What follows belongs to an exercise in optimizing a design on an open flow for small area, a short achievable clock period and few clock cycles per item; a production flow would make more cautious choices. In this exercise RTL edits were held to simulation tests only and were not proved equivalent to the original.

// st4_temporal
module st4_temporal (
    input  wire        clk,
    input  wire        rst,
    input  wire        in_valid,
    output wire        in_ready,
    input  wire [19:0] in_c,         
    input  wire [23:0] in_hist,      
    input  wire [7:0]  in_tau,       
    input  wire        in_pad,       
    input  wire        in_restart,   
    input  wire        in_tnr,       
    input  wire        in_rtc,       
    input  wire        in_gap_k0,    
    input  wire [8:0]  in_amin,      
    input  wire [15:0] in_tlo,       
    input  wire [15:0] in_thi,       
    input  wire [11:0] in_kmax,      
    input  wire [17:0] in_rate,      
    output reg         out_valid,
    output reg  [19:0] out_z,        
    output reg  [23:0] out_hist,     
    output reg         out_sat,      
    output reg         out_clamp     
);
For scale: about 5600 cells after synthesis, about 180 I/O pins.
Settings: LEC_CHECK=0, ABC_AREA=1, CAP_MARGIN=20, CORE_MARGIN=2, CORE_UTILIZATION=55, SLEW_MARGIN=20; clock period 38.0 ns.
run.sh (not shown) runs the stock make flow with config.mk's settings and CLKGATE_MAP_FILE= SYNTH_SCRIPT=/design/flow/synth_recipe.tcl, a recipe that flattens the netlist after the stock synthesis.
The first run ran to the end with no violations.
Testbench counts at the start, summed over its fixed seeds: cycles 32,064, items 32,000.
Change:
- CAP_MARGIN: 20 -> 40
- SLEW_MARGIN: 20 -> 70
=> Count of clock-buffer cells in the layout decreases by 1; first-iteration DRC count increases by 7.3%; non-clock buffer count increases by 8; routed wire length is about the same; maximum frequency is about the same; global-route usage barely changes; via count barely changes.


Another version of the RTL of st4_temporal (not shown whole).
Size in the first run: ~8000 cells after synthesis, about 760 flip-flops, roughly 180 I/O pins, roughly 61000 µm² of cells after synthesis.
// st4_temporal
module st4_temporal (
    input  wire        clk,
    input  wire        rst,
    input  wire        in_valid,
    output wire        in_ready,
    input  wire [19:0] in_c,         
    input  wire [23:0] in_hist,      
    input  wire [7:0]  in_tau,       
    input  wire        in_pad,       
    input  wire        in_restart,   
    input  wire        in_tnr,       
    input  wire        in_rtc,       
    input  wire        in_gap_k0,    
    input  wire [8:0]  in_amin,      
    input  wire [15:0] in_tlo,       
    input  wire [15:0] in_thi,       
    input  wire [11:0] in_kmax,      
    input  wire [17:0] in_rate,      
    output reg         out_valid,
    output reg  [19:0] out_z,        
    output reg  [23:0] out_hist,     
    output reg         out_sat,      
    output reg         out_clamp     
);
clock: 38.0 ns
lec_check: 0
abc_area: 1
cap_margin: 30
core_margin: 2
core_utilization: 55
place_density: 0.8
slew_margin: 60
The baseline finished with timing, DRC and antenna clean.
Testbench counts at the start, summed over its fixed seeds: cycles 32,064, items 32,000.
Edit:
Settings changed: CAP_MARGIN 30 to 20, PLACE_DENSITY 0.8 to default, SLEW_MARGIN 60 to 20.
The changed run produced a clean layout.
Die area is unchanged.
Clock skew drops by 0.0033 ns.


st4_temporal, a different RTL version from the one above (not shown whole).
Size: about 5600 cells after synthesis, about 760 flip-flops, about 180 I/O pins, ~51000 sq um of cells after synthesis.
Settings: LEC_CHECK=0, ABC_AREA=1, CAP_MARGIN=30, CORE_MARGIN=2, CORE_UTILIZATION=55, CTS_CLUSTER_DIAMETER=200, CTS_CLUSTER_SIZE=30, SLEW_MARGIN=55; clock period 38.0 ns.
Testbench counts at the start, summed over its fixed seeds: cycles 32,064, items 32,000.
Edit:
Settings changed: CTS_CLUSTER_DIAMETER 200 to not set, CTS_CLUSTER_SIZE 30 to not set.
Effect:
- synthesized area stays the same
- core utilization goes up by 2.1 points
- worst setup slack is better by 27 ps
Edit:
Settings changed: SLEW_MARGIN 55 to 45.
Effect: The new run passed the timing, design-rule and antenna checks. Clock skew goes up by 17 ps. Design area goes up by 0.33%. Register-to-register slack got worse by 450 ps. Utilization goes up by 0.20 points. Via count stays flat. Routed wire length hardly moves.
Edit:
Settings changed: CTS_CLUSTER_DIAMETER set to 160, CTS_CLUSTER_SIZE set to 20, SLEW_MARGIN 45 to 55.
=> The new run completed with no timing, DRC or antenna violations. Global-route usage fell by 0.36 points. Core utilization fell by 1.9 points. Clock-buffer cell count fell by 52. Synthesized cell count stays the same. Fmax rose by 0.77%.


Starting RTL as in the previous note.
==> flow/design.v (excerpt) <==
module st4_temporal (
    input  wire        clk,
    input  wire        rst,
    input  wire        in_valid,
    output wire        in_ready,
    input  wire [19:0] in_c,         
    input  wire [23:0] in_hist,      
    input  wire [7:0]  in_tau,       
    input  wire        in_pad,       
    input  wire        in_restart,   
    input  wire        in_tnr,       
    input  wire        in_rtc,       
    input  wire        in_gap_k0,    
    input  wire [8:0]  in_amin,      
    input  wire [15:0] in_tlo,       
    input  wire [15:0] in_thi,       
    input  wire [11:0] in_kmax,      
    input  wire [17:0] in_rate,      
    output reg         out_valid,
    output reg  [19:0] out_z,        
    output reg  [23:0] out_hist,     
    output reg         out_sat,      
    output reg         out_clamp     
);
Settings: LEC_CHECK=0, ABC_AREA=1, CAP_MARGIN=30, CORE_MARGIN=2, CORE_UTILIZATION=55, CTS_CLUSTER_DIAMETER=200, CTS_CLUSTER_SIZE=25, SLEW_MARGIN=55; clock period 38.0 ns.
Testbench counts at the start, summed over its fixed seeds: cycles 32,064, items 32,000.
Rerun with:
Settings changed: CTS_BUF_LIST from default to sky130_fd_sc_hd__clkbuf_8, CTS_CLUSTER_DIAMETER 200 to default, CTS_CLUSTER_SIZE 25 to default.
Count of clock-buffer cells in the layout rises by 108.
Worst hold slack got worse by 3.9 ps.
Routed wire length rises by 1.2%.
Synthesized area does not change.
Cell area rises by 3.1%.
Cell count rises by 2.6%.
Global-route usage rises by 0.34 points.
Via count rises by 1.5%.
Die area stays the same.

## static timing again, ports no longer ideal
The results above use ideal ports. As a check the final layouts listed here were re-extracted and re-timed, cells and wires unchanged. Step 1 assumes that a clkbuf_16 drives the clock port and a buf_2 every other input. Step 2 times the ports against the registers' clock, not the clock port: input delays grow and output delays shrink by t, the midpoint of the rising clock arrivals with the driver on. Three values: ideal ports, drivers, drivers and shift; two values: the first two.
run	t, ns	setup WS [ns]	hold slack, ns
the first run of note 1	0.712	28.905 / 28.833 / 28.625	0.308 / 0.308 / 0.308
the second run of note 1	0.710	28.892 / 28.819 / 28.673	0.307 / 0.307 / 0.307
the first run of note 2	0.735	28.041 / 28.041 / 28.041	0.319 / 0.319 / 0.319
the second run of note 2	0.734	27.355 / 27.355 / 27.355	0.316 / 0.316 / 0.316
the first run of note 3	0.698	28.887 / 28.818 / 28.769	0.309 / 0.309 / 0.309
the second run of note 3	0.704	28.913 / 28.846 / 28.753	0.313 / 0.313 / 0.313
the third run of note 3	0.730	28.870 / 28.798 / 28.747	0.301 / 0.301 / 0.301
the fourth run of note 3	0.663	28.940 / 28.873 / 28.769	0.304 / 0.304 / 0.304
the first run of note 4	0.655	28.932 / 28.865 / 28.773	0.307 / 0.307 / 0.307
the second run of note 4	0.817	28.772 / 28.705 / 28.762	0.303 / 0.303 / 0.303
After both steps every run listed still meets setup and hold. The setup slack of the first run of note 1, which loses most, moves by -0.072 ns with the drivers and by -0.280 ns with both steps.
